This is an optimization exercise on Yosys and OpenROAD, whose aim is small area, a short achievable clock period and few clock cycles, not a production implementation. Only simulation tests tie the RTL to the original design; equivalence was not proved.

==> flow/design.v, too long to show whole: its modules and the start of the top module <==
// module slv_mvblk: 2739 lines
module slv_mvblk (
    input  wire        clk,
    input  wire        rst,
    input  wire        in_valid,
    output wire        in_ready,
    input  wire [31:0] in_data,
    output reg         out_valid,
    input  wire        out_ready,
    output reg  [31:0] out_data,
    output reg         out_sat,
    output reg         out_last
);
  // ...
==> flow/run.sh <==
#!/bin/bash
# synth_recipe.tcl (not shown) runs the flow's synth.tcl, then flattens the netlist and writes it again
# the make line also repeats each setting of config.mk as NAME=value (left out here)
make -C /OpenROAD-flow-scripts/flow DESIGN_CONFIG=/design/flow/config.mk WORK_HOME=/design/flow/orfs CLKGATE_MAP_FILE= SYNTH_SCRIPT=/design/flow/synth_recipe.tcl finish
==> flow/config.mk <==
export PLATFORM = sky130hd
export DESIGN_NAME = slv_mvblk
export DESIGN_NICKNAME = slv_mvblk
export VERILOG_FILES = /design/flow/design.v
export SDC_FILE = /design/flow/constraint.sdc
export NUM_CORES = 4
export LEC_CHECK = 0
export CAP_MARGIN = 20
export CORE_MARGIN = 2
export CORE_UTILIZATION = 40
export SLEW_MARGIN = 20
==> flow/constraint.sdc <==
create_clock -name core_clock -period 18.0 [get_ports {clk}]
set_input_delay 3.6000 -clock core_clock [delete_from_list [all_inputs] [get_ports {clk}]]
set_output_delay 3.6000 -clock core_clock [all_outputs]
set_load 0.01 [all_outputs]
==> qor.yml, run 1 <==
rsz0062_at_grt: "no"
drive_above_1_share_pct: 7.17
synthArstFlopShare_pct: 0
grt_use_met3_pct: 5.67
ant_nets: 0
grt-ovfl-total: 0
post-synth-top-count-cell: "dfxtp_1"
holdPathEnd: "xr[10][28]"
cts_sinks: 1021
synth-adder-area-share_pct: 22.9
rrSetupSlack_ns: 12.43
n_antenna_cell: 2
startpoint: "kq[0]"
io_pins: 72
vias: 44199
synth_compound_area_share_pct: 15.6
gp_congestion: 0.891
setup_viol: 0
utilization_pct: 44.3
worstSetupPathType: "reg -> reg"
tightest_slew_ns: 1.13
grt_pass1_wl_um: 278000
wl_met3_um: 17400
highest_layer: "met5"
clk_share_pct: 5.69
cts_hold_buf: 0
nMultiInputCombCells: 3831
cp-start-kind: "flop"
synthSimpleGateAreaFrac_pct: 7.25
fin_crit_ns: 5.57
postSynthRegisterBits: 1021
global_route.usage.met2_pct: 36.1
status: "complete, no violations"
syn_inst: 5904
multiInputGateArea_um2: 34700
die_h_um: 394
synth_area_leaders: "dfxtp_1 27%, fa_1 18%, edfxtp_1 9.5%"
synth_seq_area_share_pct: 36.7
Testbench counts, summed over its fixed seeds: cycles 52,498.
==> run 2: changes to the inputs <==
--- a/flow/design.v
+++ b/flow/design.v
@@ -20,28 +20,30 @@
     wire [8:0] widx_inc = (widx == 9'd272) ? 9'd0 : widx + 9'd1;
     wire       is_a     = (widx >= 9'd17);
     wire       rowst    = is_a && (widx[3:0] == 4'd1);    
     wire       is_x0    = (widx == 9'd1);
     reg [31:0] d0;
     reg        fx0;              
     reg        t_hdr, t_x, t_a;
     reg        slow;             
-    reg  [6:0] kq;               
+    reg  [8:0] thi, ohi;         
+    reg  [7:0] tlo;              
     reg  [5:0] kh;               
     reg  [6:0] shl;              
     reg        h_busy;
     reg  [5:0] hcnt;
     reg        acc_full;
-    wire       xfer  = h_busy && (hcnt == 6'd0) && !out_valid;
+    reg        ov_i;             
+    wire       xfer  = h_busy && (hcnt == 6'd0) && !ov_i;
     wire       hload = acc_full && (!h_busy || xfer);
     wire [1:0] nrow_h = nrow - {1'b0, hload};
     wire       row_ok = (nrow == 2'd0) ||
                         (nrow == 2'd1 && (hload || !h_busy ||
-                                          (!out_valid && hcnt <= 6'd4)));
+                                          (!ov_i && hcnt <= 6'd4)));
     wire [3:0] dlt_nt = dlt - 4'd1;
     wire [3:0] dlt_t  = is_x0 ? 4'd0 : dlt;
     wire [4:0] cd_nt  = (cd == 5'd0) ? 5'd0 : cd - 5'd1;
     wire [4:0] cd_t   = (is_a && slow) ? 5'd18 : cd_nt;
     function ok_word;
         input [8:0] w;
         input [3:0] dn;
         input [4:0] cn;
@@ -78,39 +80,49 @@
             t_a   <= take && is_a;
         end
         d0  <= in_data;
         fx0 <= (in_data == 32'h8000_0000);
     end
     wire signed [9:0] s_new = $signed({{2{d0[7]}}, d0[7:0]}) + $signed({{2{d0[15]}}, d0[15:8]})
                             - $signed({{2{d0[23]}}, d0[23:16]});
     wire        [9:0] s_neg = -s_new;
+    wire        [6:0] kq_new = !s_new[9] ? 7'd0 : (s_neg > 10'd64 ? 7'd64 : s_neg[6:0]);
+    integer i;
     always @(posedge clk) begin
         if (t_hdr) begin
             slow <= !s_new[9] && (s_new != 10'd0);
-            kq   <= !s_new[9] ? 7'd0 : (s_neg > 10'd64 ? 7'd64 : s_neg[6:0]);
+            for (i = 0; i < 9; i = i + 1) begin
+                thi[i] <= (i < kq_new[6:3]);
+                ohi[i] <= (i == kq_new[6:3]);
+            end
+            for (i = 0; i < 8; i = i + 1)
+                tlo[i] <= (i < kq_new[2:0]);
             kh   <= !s_new[9] ? 6'd0 : (s_neg > 10'd38 ? 6'd38 : s_neg[5:0]);
             shl  <= s_new[9] ? 7'd0 : (s_new > 10'sd80 ? 7'd80 : s_new[6:0]);
         end
     end
     reg [31:0] xr [0:15];
-    integer i;
     always @(posedge clk) begin
         for (i = 0; i < 15; i = i + 1)
             xr[i] <= xr[i + 1];
         xr[15] <= t_x ? {d0[31:1], d0[0] | fx0} : xr[0];
     end
     wire [31:0] ma = {d0[31:1], d0[0] | fx0};
     wire [31:0] mx = xr[0];
     wire        mneg = ma[31] ^ mx[31];
+    wire [63:0] mk;
     wire [62:0] mb;
     genvar gj;
     generate
+        for (gj = 0; gj < 64; gj = gj + 1) begin : g_mk
+            assign mk[gj] = thi[gj / 8] | (ohi[gj / 8] & tlo[gj % 8]);
+        end
         for (gj = 0; gj < 63; gj = gj + 1) begin : g_bias
-            assign mb[gj] = (kq > gj + 1) ? mneg : ((kq == gj + 1) && !mneg);
+            assign mb[gj] = mk[gj + 1] ? mneg : (mk[gj] && !mneg);
         end
     endgenerate
     wire [63:0] ms, mc;
     reg  [15:0] ebo, ebt, ebn;
     always @(posedge clk) begin : booth_enc
         integer d;
         reg x2, x1, x0;
         for (d = 0; d < 16; d = d + 1) begin
@@ -2224,53 +2236,46 @@
     assign psum[59] = psum_p0[59] ^ psum_G118;
     assign psum[60] = psum_p0[60] ^ psum_G74;
     assign psum[61] = psum_p0[61] ^ psum_G119;
     assign psum[62] = psum_p0[62] ^ psum_G89;
     assign psum[63] = psum_p0[63] ^ psum_G120;
     wire [63:0] pmsk;
     generate
         for (gj = 0; gj < 64; gj = gj + 1) begin : g_mask
-            assign pmsk[gj] = psum[gj] & (kq <= gj);
+            assign pmsk[gj] = psum[gj] & !mk[gj];
         end
     endgenerate
     reg [80:0] pr;
     reg        pfull;
     reg  [6:0] sc;
     wire       add_now = pfull && (sc == 7'd0);
     wire [80:0] pclamp = {pr[80], {79{~pr[80]}}, 1'b1};
+    wire        sh8   = (sc >= 7'd8);
+    wire        p_ovf = sh8 ? (pr[80:72] != {9{pr[80]}}) : (pr[80] != pr[79]);
     always @(posedge clk) begin
         if (rst) begin
             pfull <= 1'b0;
             sc    <= 7'd0;
         end else if (pv1) begin
-            pr    <= {{17{pmsk[63]}}, pmsk};
             sc    <= slow ? shl : 7'd0;
             pfull <= 1'b1;
         end else if (pfull && sc != 7'd0) begin
-            if (sc >= 7'd8) begin
-                if (pr[80:72] != {9{pr[80]}}) begin
-                    pr <= pclamp;
-                    sc <= 7'd0;
-                end else begin
-                    pr <= {pr[72:0], 8'd0};
-                    sc <= sc - 7'd8;
-                end
-            end else begin
-                if (pr[80] != pr[79]) begin
-                    pr <= pclamp;
-                    sc <= 7'd0;
-                end else begin
-                    pr <= {pr[79:0], 1'b0};
-                    sc <= sc - 7'd1;
-                end
-            end
+            sc    <= p_ovf ? 7'd0 : (sh8 ? sc - 7'd8 : sc - 7'd1);
         end else if (add_now) begin
             pfull <= 1'b0;
         end
+        if (pv1)
+            pr <= {{17{pmsk[63]}}, pmsk};
+        else if (p_ovf)
+            pr <= pclamp;
+        else if (sh8)
+            pr <= {pr[72:0], 8'd0};
+        else
+            pr <= {pr[79:0], 1'b0};
     end
     reg [81:0] acc;
     reg        rsat;
     reg  [3:0] pcol, prow;
     reg  [5:0] kh_row;
     reg        afl;
     wire [81:0] acc_in = (pcol == 4'd0) ? 82'd0 : acc;
     wire [81:0] sum;
@@ -2725,15 +2730,21 @@
     wire        y_neg = hsum[38] && !((hsum[37:31] == 7'h7F) && (hsum[30:0] != 31'd0));
     always @(posedge clk) begin
         if (rst)
             out_valid <= 1'b0;
         else if (xfer)
             out_valid <= 1'b1;
         else if (out_ready)
             out_valid <= 1'b0;
+        if (rst)
+            ov_i <= 1'b0;
+        else if (xfer)
+            ov_i <= 1'b1;
+        else if (out_ready)
+            ov_i <= 1'b0;
         if (xfer) begin
             out_data <= y_pos ? 32'h7FFF_FFFF : (y_neg ? 32'h8000_0001 : hsum[31:0]);
             out_sat  <= hsat | y_pos | y_neg;
             out_last <= hlast;
         end
     end
 endmodule
==> flow/config.mk (replaced) <==
export PLATFORM = sky130hd
export DESIGN_NAME = slv_mvblk
export DESIGN_NICKNAME = slv_mvblk
export VERILOG_FILES = /design/flow/design.v
export SDC_FILE = /design/flow/constraint.sdc
export NUM_CORES = 4
export LEC_CHECK = 0
export CAP_MARGIN = 20
export CORE_MARGIN = 2
export CORE_UTILIZATION = 60
export SLEW_MARGIN = 20
==> run 2 against run 1 <==
  * Still clean
  * Critical path depth is 8 higher
  * Synthesized area is 0.76% lower
  * Clock-buffer cell count is 6 lower
  * Sequential share of layout area is 0.31 points higher
==> qor.yml, run 2 <==
route.detailed.drc: 0  # unchanged
tns_ns: 0  # unchanged
postSynthRegisterBits: 1037  # was 1021
syn_inst: 5978  # was 5904
yosysTopAreaCell: "dfxtp_1"  # unchanged
synth_area_leaders: "dfxtp_1 30%, fa_1 18%, edfxtp_1 6.4%"  # was dfxtp_1 27%, fa_1 18%, edfxtp_1 9.5%
port_buffers: 71  # unchanged
cp-start-kind: "flop"  # unchanged
grt_usage_pct: 33.6  # was 23.2%
syn_to_final_growth_pct: 8.36  # was 10.1%
synth_seq_area_share_pct: 36.5  # was 36.7%
grt-ovfl-total: 0  # unchanged
clock_latency_ns: 0.72  # was 0.80 ns
gp_congestion: 0.957  # was 0.891
routed_via_density: 6.13  # was 5.64
postCtsSetupBuffers: 0  # unchanged
status: "complete, no violations"  # unchanged
regMostFlops: "xr"  # unchanged
initial_core_util_pct: 60.5  # was 40.2%
rsz0062_at_grt: "no"  # unchanged
cts_tree: "built"  # unchanged
synth_commonest_cells: "909 x dfxtp_1, 587 x inv_1, 557 x fa_1, 498 x a22oi_1, 423 x xor2_1"  # was 829 x dfxtp_1, 581 x inv_1, 557 x fa_1, 503 x a22oi_1, 440 x xor2_1
synthesis.area_um2: 60500  # was 60900 µm²
max_cap_viol_count: 0  # unchanged
cp_top_family: "compound AO/OA/AOI/OAI gates"  # was adder cells
largestRegisters: "xr: 511 flops, acc: 82 flops, pr: 81 flops"  # unchanged
cpMaxStageDelayCell: "a2111oi_0"  # was edfxtp_1
drt_wl_total_um: 173000  # was 182000 µm
fin_cells: 7179  # was 7831
die_w_um: 321  # was 394 µm
endpoint_kind: "flop"  # unchanged
rows: 116  # was 143
max-slew-margin-rel_pct: 27.4  # was 24.3%
cts_resized: 0  # unchanged
cts_inserted_buffers: 103  # was 105
wire_per_inst_um: 24.1  # was 23.2 µm
yosysWarningCount: 2  # unchanged
dp_cells: 6986  # was 7635
cts_buffer_depth: 3  # unchanged
antenna_found_initial: 4  # was 5
cts.htree.levels: 3  # unchanged
cts_hold_buf: 0  # unchanged
vias: 44012  # was 44199
avgSynthCellArea_um2: 10.1  # was 10.3 µm²
die-area_um2: 103000  # was 155000 µm²
synthArstFlopShare_pct: 0  # unchanged
nets: 6611  # was 6530
dr.first_iter.drc_count: 4455  # was 4181
ys.flop_type: "dfxtp_1"  # unchanged
worstSetupPathType: "reg -> reg"  # unchanged
crit_buf_inv: 2  # was 3
crit_required_ns: 18.56  # was 18.60 ns
maxSlewViolCount: 0  # unchanged
core_area_um2: 100000  # was 152000 µm²
largest_register_ffs: 511  # unchanged
cp_max_fo: 85  # was 25
cts.clk_slew.worst_paths_ns: 0.07  # was 0.06 ns
max_freq_ghz: 0.179  # about the same
grt_pass1_wl_um: 265000  # was 278000 µm
post-synth-top-count-cell: "dfxtp_1"  # unchanged
synth-edff-count: 128  # was 192
io_pins: 72  # unchanged
grt_pass1_vias: 44116  # was 44979
clock_skew_ns: 0.0411  # was 0.103 ns
fin_crit_sh_pct: 31.0  # about the same
final_hold_viol_count: 0  # unchanged
fin_crit_ns: 5.59  # was 5.57 ns
crit_chain: "inv_1, ha_1, nand2_2, buf_4, and2_1, ha_1, a21o_1, a21oi_1, nor2b_1, a2111oi_0, a211o_1, o21ai_4, a31oi_4, o31ai_4, a2111o_1, a31oi_1, a21oi_1, fa_1, xor2_1, nand3_1, o21ai_0, a21oi_1"  # was or2_2, nor2_1, nor2b_1, o21ai_0, nand2b_1, a21oi_1, ha_1, inv_1, fa_1, inv_1, fa_1, inv_1, fa_1, fa_1
n_antenna_cell: 0  # was 2
final_cell_mix: "871 x dfxtp_1, 587 x inv_1, 557 x fa_1"  # was 795 x dfxtp_1, 581 x inv_1, 557 x fa_1
fill_cells: 8109  # was 14365
multiInputGateArea_um2: 34500  # was 34700 µm²
slowest_delay_ns: 0.66  # was 0.73 ns
cts_sinks: 1037  # was 1021
regArea_um2: 22100  # was 22400 µm²
hold_class: "reg -> reg"  # unchanged
cts_root_buffer: "clkbuf_16"  # unchanged
ys_types: 80  # was 85
synth_top_area_share_pct: 30.1  # was 27.2%
grt_max_degree: 86  # was 102
cp.arrival_ns: 6.15  # was 6.18 ns
final_common_cell: "dfxtp_1"  # unchanged
setup_viol: 0  # unchanged
worst_path_most_repeated_cell: "a21oi_1"  # was fa_1
ant_nets: 0  # unchanged
tightest_slew_ns: 1.09  # was 1.13 ns
drive_above_1_share_pct: 7.07  # was 7.17%
dr.pass1.iters: 7  # was 6
syn-num-nets: 6795  # was 6722
hpwl_um: 112000  # was 116000 µm
die_h_um: 321  # was 394 µm
-- run 2: cell count changes after synthesis, sizes merged, moves of 15 or more --
cell    previous run  this run
mux2i             11        27
o22ai             32         4
a31oi             32        17
a311o              0        20
or3               17        32
xor2             440       423
a221oi            76        19
edfxtp           192       128
o21a              39        18
a21oi            234       287
dfxtp            829       909
o21ai            279       308
nand2            272       382
nand3             63        47
-- run 2: per-layer routing --
| layer | global-route usage [%] | wire length [µm] | vias to the layer above |
|---|---|---|---|
| met5 | 0.0946 | 65 | - |
| met4 | 14.8 | 8400 | 6 |
| met3 | 7.85 | 17100 | 597 |
| met2 | 52.5 | 77100 | 2306 |
| met1 | 44.7 | 70100 | 21453 |
| li1 | - | - | 19650 |
-- run 2: area by class of cell --
class	instances	area share [%]
sequential	1037	33.7
tap	1298	2.48
timing repair buffer	171	2.25
clock buffer	131	4.27
multi-input combinational	3891	52.7
clock inverter	61	1.23
inverter	590	3.38
-- run 2: final timing paths --
kind | slack [ns] | cells after the start | end | start
worst max-delay path | 12.41 | 22 | acc[81] | pcol[0]
worst min-delay path | 0.30 | 0 | xr[7][9] | xr[8][9]
worst max register to register | 12.41 | 22 | acc[81] | pcol[0]
worst min register to register | 0.30 | 0 | xr[7][9] | xr[8][9]
-- run 2: kinds of logic after synthesis --
| group | after synthesis | share of synthesized area, % |
|---|---|---|
| AOI/OAI and AO/OA | 1358 | 14.7 |
| xor gates and xnor gates | 665 | 9.63 |
| adders and majority gates | 781 | 23.1 |
| buffers and inverters | 1050 | 6.54 |
| DFF | 1037 | 36.5 |
| muxes | 85 | 1.53 |
| and+or+nand+nor | 1002 | 8.07 |
-- run 2: worst reg2reg max path: stages (launching register included) --
cell	delay (ns)
dfxtp_1	0.39
inv_1	0.06
ha_1	0.20
nand2_2	0.05
buf_4	0.57
and2_1	0.30
ha_1	0.27
a21o_1	0.20
a21oi_1	0.13
nor2b_1	0.06
a2111oi_0	0.66
a211o_1	0.35
o21ai_4	0.11
a31oi_4	0.27
o31ai_4	0.13
a2111o_1	0.45
a31oi_1	0.20
a21oi_1	0.12
fa_1	0.41
xor2_1	0.21
nand3_1	0.10
o21ai_0	0.12
a21oi_1	0.08
-- run 2: metrics by stage --
step	cell area, µm²	hold slack, ns	worst slack, ns	util (%)
floorplan	60500	0.310	12.96	-
global placement	61900	0.310	12.42	61.9
detailed placement	61900	0.312	12.37	61.9
CTS	65500	0.299	12.43	65.5
global route	65500	0.292	11.99	65.5
finish	65500	0.297	12.41	65.5
Testbench counts of run 2, summed over its fixed seeds: cycles 52,498.
==> run 3: changes to the inputs <==
==> flow/flow/run.sh (new file) <==
#!/bin/bash
# Standard layout, with two changes to how it is optimised:
#  - ports are buffered with buf_4 instead of the default delay-type buffer;
#  - repair_timing (after CTS and after global routing) aims for extra setup
#    margin, so the resizer also speeds up paths that already meet 18 ns.
# The clock period, the SDC and every other setting are the standard flow's.
set -euo pipefail
export BUFFER_PORTS_ARGS="-buffer_cell sky130_fd_sc_hd__buf_4"
export SETUP_SLACK_MARGIN=12.8
bash standard.sh > standard_flow.log 2>&1
==> flow/standard.sh (new file) <==
#!/bin/bash
# synth_recipe.tcl (not shown) runs the flow's synth.tcl, then flattens the netlist and writes it again
# the make line also repeats each setting of config.mk as NAME=value (left out here)
make -C /OpenROAD-flow-scripts/flow DESIGN_CONFIG=/design/flow/config.mk WORK_HOME=/design/flow/orfs CLKGATE_MAP_FILE= SYNTH_SCRIPT=/design/flow/synth_recipe.tcl "${@:-finish}"
removed: flow/run.sh
==> run 3 against run 2 <==
  * Final area is essentially flat
  * Global-route usage grew 0.41 points
  * Cell count grew 0.14%
  * Register-to-register slack gained 0.35 ns
  * Worst hold slack gained 0.0035 ns
==> qor.yml, run 3 <==
status: "complete, no violations"  # unchanged
dr.first_iter.drc_count: 4676  # was 4455
die_w_um: 321  # unchanged
final_cell_mix: "875 x dfxtp_1, 587 x inv_1, 557 x fa_1"  # was 871 x dfxtp_1, 587 x inv_1, 557 x fa_1
route.detailed.drc: 0  # unchanged
max-slew-margin-rel_pct: 31.6  # was 27.4%
syn_inst: 5978  # unchanged
nets: 6620  # was 6611
largest_register_ffs: 511  # unchanged
largestRegisters: "xr: 511 flops, acc: 82 flops, pr: 81 flops"  # unchanged
syn-num-nets: 6795  # unchanged
synth_top_area_share_pct: 30.1  # unchanged
fill_cells: 8040  # was 8109
cts_root_buffer: "clkbuf_16"  # unchanged
cp.arrival_ns: 5.80  # was 6.15 ns
drive_above_1_share_pct: 8.52  # was 7.07%
port_buffers: 71  # unchanged
yosysWarningCount: 2  # unchanged
max_freq_ghz: 0.191  # was 0.179 GHz
postSynthRegisterBits: 1037  # unchanged
dr.pass1.iters: 7  # unchanged
n_antenna_cell: 0  # unchanged
antenna_found_initial: 5  # was 4
maxSlewViolCount: 0  # unchanged
synth_compound_area_share_pct: 14.7  # unchanged
synth_top_family_by_area: "adder cells"  # unchanged
use_met1_pct: 46.1  # was 44.7%
ys_types: 80  # unchanged
cp_max_fo: 26  # was 85
die-area_um2: 103000  # unchanged
timing.hold.ws_ns: 0.300  # was 0.297 ns
synthesis.area_um2: 60500  # unchanged
cts_tree: "built"  # unchanged
rows: 116  # unchanged
global_route.usage.met2_pct: 52.2  # was 52.5%
endpoint_kind: "flop"  # unchanged
ys.flop_type: "dfxtp_1"  # unchanged
die_h_um: 321  # unchanged
hold_class: "reg -> reg"  # unchanged
max_cap_viol_count: 0  # unchanged
clock_skew_ns: 0.0475  # was 0.0411 ns
grt_pass1_vias: 44238  # was 44116
synth-edff-count: 128  # unchanged
syn_to_final_growth_pct: 8.45  # was 8.36%
synth-adder-area-share_pct: 23.1  # unchanged
cp-start-kind: "flop"  # unchanged
utilization_pct: 65.6  # was 65.5%
grt-ovfl-total: 0  # unchanged
grt_usage_pct: 34.0  # was 33.6%
muxShareOfSynthArea_pct: 1.53  # unchanged
yosysTopAreaCell: "dfxtp_1"  # unchanged
cts.clk_slew.worst_paths_ns: 0.06  # was 0.07 ns
synth_seq_area_share_pct: 36.5  # unchanged
synth_commonest_cells: "909 x dfxtp_1, 587 x inv_1, 557 x fa_1, 498 x a22oi_1, 423 x xor2_1"  # unchanged
tns_ns: 0  # unchanged
cts_hold_buf: 0  # unchanged
cts_inserted_buffers: 104  # was 103
clock_latency_ns: 0.73  # was 0.72 ns
setup_viol: 0  # unchanged
drt_wl_total_um: 176000  # was 173000 µm
core_area_um2: 100000  # unchanged
cts.htree.levels: 3  # unchanged
final_common_cell: "dfxtp_1"  # unchanged
regArea_um2: 22100  # about the same
regMostFlops: "xr"  # unchanged
cts_buffer_depth: 3  # unchanged
vias: 44242  # was 44012
synthSimpleGateAreaFrac_pct: 8.07  # unchanged
synth_area_leaders: "dfxtp_1 30%, fa_1 18%, edfxtp_1 6.4%"  # unchanged
initial_core_util_pct: 60.5  # unchanged
multiInputGateArea_um2: 34600  # was 34500 µm²
fin_crit_sh_pct: 29.1  # was 31.0%
gp_congestion: 0.941  # was 0.957
synthArstFlopShare_pct: 0  # unchanged
grt_use_met3_pct: 7.59  # was 7.85%
grt_pass1_wl_um: 267000  # was 265000 µm
ant_nets: 0  # unchanged
cts_sinks: 1037  # unchanged
top_usage_layer: "met2"  # unchanged
avgSynthCellArea_um2: 10.1  # unchanged
io_pins: 72  # unchanged
rsz0062_at_grt: "yes"  # was no
tightest_slew_ns: 1.03  # was 1.09 ns
final_hold_viol_count: 0  # unchanged
grt_max_degree: 86  # unchanged
synth-xor-area-share_pct: 9.63  # unchanged
crit_required_ns: 18.57  # was 18.56 ns
fin_crit_ns: 5.23  # was 5.59 ns
wire_per_inst_um: 24.4  # was 24.1 µm
routed_via_density: 6.15  # was 6.13
hpwl_um: 114000  # was 112000 µm
worstSetupPathType: "reg -> reg"  # unchanged
post-synth-top-count-cell: "dfxtp_1"  # unchanged
[run 3: cell count changes in the layout (fill, tap and decap cells not counted), moves of 3 or more]
cell             before  now
buf_4                99  169
buf_6                 0    7
bufinv_16            14    7
clkbuf_16           103  109
clkbuf_8             11   19
clkdlybuf4s50_1      71    0
clkinv_16             1    6
clkinv_4              6    3
dfxtp_1             871  875
dfxtp_2              38   34
inv_16                3    0
[run 3: worst max-delay path: stages, from the launching register on]
cell and delay, ns:
dfxtp_1 0.31, buf_4 0.27, buf_6 0.33, xor2_1 0.22
buf_4 0.29, nand2_2 0.23, o21ai_0 0.17, a21o_1 0.30
fa_1 0.50, fa_1 0.54, inv_1 0.05, fa_1 0.50
inv_1 0.06, fa_1 0.51, fa_1 0.76
[run 3: final cells by class]
class / count / share of cell area (%)
Clock buffer: 142 / 4.57
Multi-Input combinational cell: 3891 / 52.7
Inverter: 590 / 3.38
Clock inverter: 52 / 0.996
Timing Repair Buffer: 179 / 2.17
Tap cell: 1298 / 2.48
Sequential cell: 1037 / 33.7
[run 3: through the flow]
step / worst slack (ns) / area, µm² / instances
floorplan: 12.96 / 60500 / 5978
global placement: 12.48 / 61700 / 6991
detailed placement: 12.46 / 61700 / 6991
CTS: 12.81 / 65400 / 7185
global route: 12.67 / 65600 / 7189
finish: 12.77 / 65600 / 7189
[run 3: cell families after synthesis]
kind of cell             Yosys count
AO/OA/AOI/OAI                   1358
XOR/XNOR                         665
buffers and inverters           1050
adder cells (fa/ha/maj)          781
multiplexers                      85
flip-flops                      1037
AND/OR/NAND/NOR                 1002
[run 3: routing by layer]
layer	wire [µm]	part of all wire [%]
met1	71000	40
met2	77200	44
met3	18200	10
met4	9250	5.3
met5	0	0
[run 3: worst paths after layout]
path              depth (start not counted)        end  slack [ns]  startpoint
setup / recovery                         14     rs[40]       12.77      d0[31]
hold / removal                            0  xr[1][30]        0.30   xr[2][30]
setup reg to reg                         14     rs[40]       12.77      d0[31]
hold reg to reg                           0  xr[1][30]        0.30   xr[2][30]
[run 3: timing repair]
| action | 4_1_cts | 5_1_grt |
|---|---|---|
| gates cloned | 0 | 2 |
| buffers inserted | 0 | 2 |
| resized for setup | 5 | 23 |
| setup endpoints to repair | 12 | 41 |
| pin swaps | 0 | 4 |
==> run 4: changes to the inputs <==
==> flow/flow/run.sh (replaced) <==
#!/bin/bash
# Standard layout (the standard.sh, unchanged synthesis), with changes only
# to how it is optimised:
#  - ports are buffered with buf_4 instead of the default delay-type buffer;
#  - repair_timing (after CTS and after global routing) aims for extra setup
#    margin and may change cell footprints, so the resizer also speeds up
#    paths that already meet the 18 ns clock.
# The clock period, the SDC and every other setting are the standard flow's.
set -euo pipefail
bash standard.sh "BUFFER_PORTS_ARGS=-buffer_cell sky130_fd_sc_hd__buf_4" \
    SETUP_SLACK_MARGIN=13.2 MATCH_CELL_FOOTPRINT=0 finish > standard_flow.log 2>&1
==> run 4 against run 3 <==
  * Highest routed layer is now met5
  * Flip-flop and latch count is the same
  * Register-to-register slack gained 0.47 ns
  * Core utilization is 0.90 points higher
  * Cell count rose by 0.50%
  * Clock skew is essentially flat
==> qor.yml, run 4 <==
fin_crit_ns: 4.87  # was 5.23 ns
dr.pass1.iters: 7  # unchanged
rr_startpoint: "pcol[0]"  # was d0[31]
crit_chain: "buf_6"  # was buf_4, buf_6, xor2_1, buf_4, nand2_2, o21ai_0, a21o_1, fa_1, fa_1, inv_1, fa_1, inv_1, fa_1, fa_1
synth_top_area_share_pct: 30.1  # unchanged
ant_nets: 0  # unchanged
vias: 44492  # was 44242
final_hold_viol_count: 0  # unchanged
cp.arrival_ns: 1.27  # was 5.80 ns
synthesis.area_um2: 60500  # unchanged
ys.flop_type: "dfxtp_1"  # unchanged
rsz0062_at_grt: "yes"  # unchanged
postSynthRegisterBits: 1037  # unchanged
hold_class: "reg -> reg"  # unchanged
r2r-end: "acc[81]"  # was rs[40]
synthArstFlopShare_pct: 0  # unchanged
setup_viol: 0  # unchanged
core_area_um2: 100000  # unchanged
crit_required_ns: 14.40  # was 18.57 ns
final_common_cell: "dfxtp_1"  # unchanged
max-slew-margin-rel_pct: 33.5  # was 31.6%
yosysTopAreaCell: "dfxtp_1"  # unchanged
synth_commonest_cells: "909 x dfxtp_1, 587 x inv_1, 557 x fa_1, 498 x a22oi_1, 423 x xor2_1"  # unchanged
slowest_delay_ns: 0.41  # was 0.76 ns
antenna_found_initial: 7  # was 5
status: "complete, no violations"  # unchanged
cts_sinks: 1037  # unchanged
ys_types: 80  # unchanged
clock_skew_ns: 0.0479  # was 0.0475 ns
grt-ovfl-total: 0  # unchanged
wire_per_inst_um: 24.7  # was 24.4 µm
dp_slack_ns: 12.41  # was 12.46 ns
route.detailed.drc: 0  # unchanged
io_pins: 72  # unchanged
syn_to_final_growth_pct: 9.94  # was 8.45%
grt_pass1_vias: 45101  # was 44238
max_cap_viol_count: 0  # unchanged
grt_max_degree: 85  # was 86
cts_tree: "built"  # unchanged
cp_top_family: "flip-flops"  # was adder cells
cts_inserted_buffers: 103  # was 104
syn_inst: 5978  # unchanged
gp_congestion: 0.942  # was 0.941
worst-path-stages: 1  # was 14
worstSetupPathType: "reg -> out"  # was reg -> reg
largest_register_ffs: 511  # unchanged
die-area_um2: 103000  # unchanged
maxSlewViolCount: 0  # unchanged
startpoint: "out_data[4]"  # was d0[31]
rows: 116  # unchanged
cp_max_fo: 1  # was 26
avgSynthCellArea_um2: 10.1  # unchanged
drt_wl_total_um: 178000  # was 176000 µm
drive_above_1_share_pct: 9.69  # was 8.52%
largestRegisters: "xr: 511 flops, acc: 82 flops, pr: 81 flops"  # unchanged
r2r.worst_path.cells: 23  # was 14
synth-edff-count: 128  # unchanged
die_h_um: 321  # unchanged
initial_core_util_pct: 60.5  # unchanged
regMostFlops: "xr"  # unchanged
worst_slack_ns: 13.13  # was 12.77 ns
dr.first_iter.drc_count: 4374  # was 4676
cp-start-kind: "flop"  # unchanged
tns_ns: 0  # unchanged
cts_root_buffer: "clkbuf_16"  # unchanged
grt_usage_pct: 34.6  # was 34.0%
nets: 6653  # was 6620
synth_area_leaders: "dfxtp_1 30%, fa_1 18%, edfxtp_1 6.4%"  # unchanged
grt_pass1_wl_um: 273000  # was 267000 µm
routed_via_density: 6.16  # was 6.15
syn-num-nets: 6795  # unchanged
fill_cells: 8044  # was 8040
cpMaxStageDelayCell: "edfxtp_1"  # was fa_1
hpwl_um: 114000  # about the same
port_buffers: 71  # unchanged
die_w_um: 321  # unchanged
endpoint_kind: "output port"  # was flop
cts_buffer_depth: 3  # unchanged
crit_buf_inv: 1  # was 5
crit_end: "out_data[4]"  # was rs[40]
cts.htree.levels: 3  # unchanged
cts.clk_slew.worst_paths_ns: 0.06  # about the same
rrSetupSlack_ns: 13.24  # was 12.77 ns
clock_latency_ns: 0.73  # about the same
timing.hold.ws_ns: 0.306  # was 0.300 ns
max_freq_ghz: 0.205  # was 0.191 GHz
synth_seq_area_share_pct: 36.5  # unchanged
tightest_slew_ns: 0.998  # was 1.03 ns
post-synth-top-count-cell: "dfxtp_1"  # unchanged
fin_crit_sh_pct: 27.1  # was 29.1%
yosysWarningCount: 2  # unchanged
final_cell_mix: "870 x dfxtp_1, 585 x inv_1, 554 x fa_1"  # was 875 x dfxtp_1, 587 x inv_1, 557 x fa_1
==> run 4: cells by family (layout without fill, tap and decap cells) <==
logic type / count (synthesis) / in the layout / synth area share (%)
buf+inv: 1050 / 997 / 6.54
flops: 1037 / 1037 / 36.5
fa+ha+maj: 781 / 781 / 23.1
simple gates: 1002 / 1002 / 8.07
other cells: 0 / 1 / 0
mux: 85 / 85 / 1.53
compound gates: 1358 / 1359 / 14.7
xor+xnor: 665 / 665 / 9.63
==> run 4: per-layer routing <==
| layer | GRT usage [%] | share of wire (%) | vias up |
|---|---|---|---|
| li1 | - | - | 19722 |
| met1 | 45.5 | 40 | 21753 |
| met2 | 53.8 | 44 | 2372 |
| met3 | 9.15 | 11 | 641 |
| met4 | 15.0 | 5.0 | 4 |
| met5 | 0.898 | 0.046 | - |
==> run 4: how the worst min path moves through the flow <==
stage | start | endpoint | slack [ns] | cells past startpoint
3_5_place_dp | xr[12][15] | xr[11][15] | 0.31 | 0
2_1_floorplan | xr[11][0] | xr[10][0] | 0.31 | 0
6_report | xr[2][18] | xr[1][18] | 0.31 | 0
3_3_place_gp | xr[11][7] | xr[10][7] | 0.31 | 0
4_1_cts | xr[4][17] | xr[3][17] | 0.31 | 0
5_1_grt | xr[2][18] | xr[1][18] | 0.31 | 0
==> run 4: final cells by class <==
cell class	instances	area, µm²	share of cell area, %
Multi-Input combinational cell	3892	34800	52.4
Sequential cell	1037	22100	33.3
Clock buffer	151	3100	4.67
Inverter	590	2220	3.34
Timing Repair Buffer	212	2040	3.07
Tap cell	1298	1620	2.44
Clock inverter	44	562	0.845
Antenna cell	1	2.50	0.00376
==> run 4: stage by stage <==
| step | utilization [%] | area [µm²] | cells |
|---|---|---|---|
| floorplan | - | 60500 | 5978 |
| global placement | 61.7 | 61700 | 6991 |
| detailed placement | 61.7 | 61700 | 6991 |
| CTS | 65.7 | 65700 | 7191 |
| global route | 66.5 | 66500 | 7224 |
| finish | 66.5 | 66500 | 7225 |
==> run 4: what timing repair did <==
action / in CTS / in global routing
gates cloned: 2 / 2
setup endpoints to repair: 133 / 135
gates resized for setup: 63 / 120
pin swaps: 5 / 22
endpoints found under the hold margin: 0 / 0
buffers inserted: 3 / 30
hold buffers: 0 / 0

[port drivers added, routing unchanged]
In the flow no input, the clock included, has a driving cell. The finished layouts below were timed again as built, in two steps.
Step 1: set_driving_cell puts a clkbuf_16 on clk and a buf_2 on each other input, an assumption about the parent block.
Step 2 also shifts input and output timing later by t, the mid clock arrival at the registers, as if the neighbouring blocks saw the same clock.
Three values: ideal, step 1, step 2; two values: the first two.
run | t, ns | setup slack, ns | slew at the worst register clock pin (ns)
run 1 | 0.824 | 12.425 / 12.425 / 12.373 | 0.07 / 0.07
run 2 | 0.770 | 12.415 / 12.415 / 12.337 | 0.07 / 0.07
run 3 | 0.786 | 12.767 / 12.767 / 12.681 | 0.08 / 0.08
run 4 | 0.774 | 13.126 / 13.055 / 12.840 | 0.07 / 0.07
After both steps every run listed still meets setup and hold. The setup slack of run 4, which loses most, moves by -0.071 ns with the drivers and by -0.286 ns with both steps.
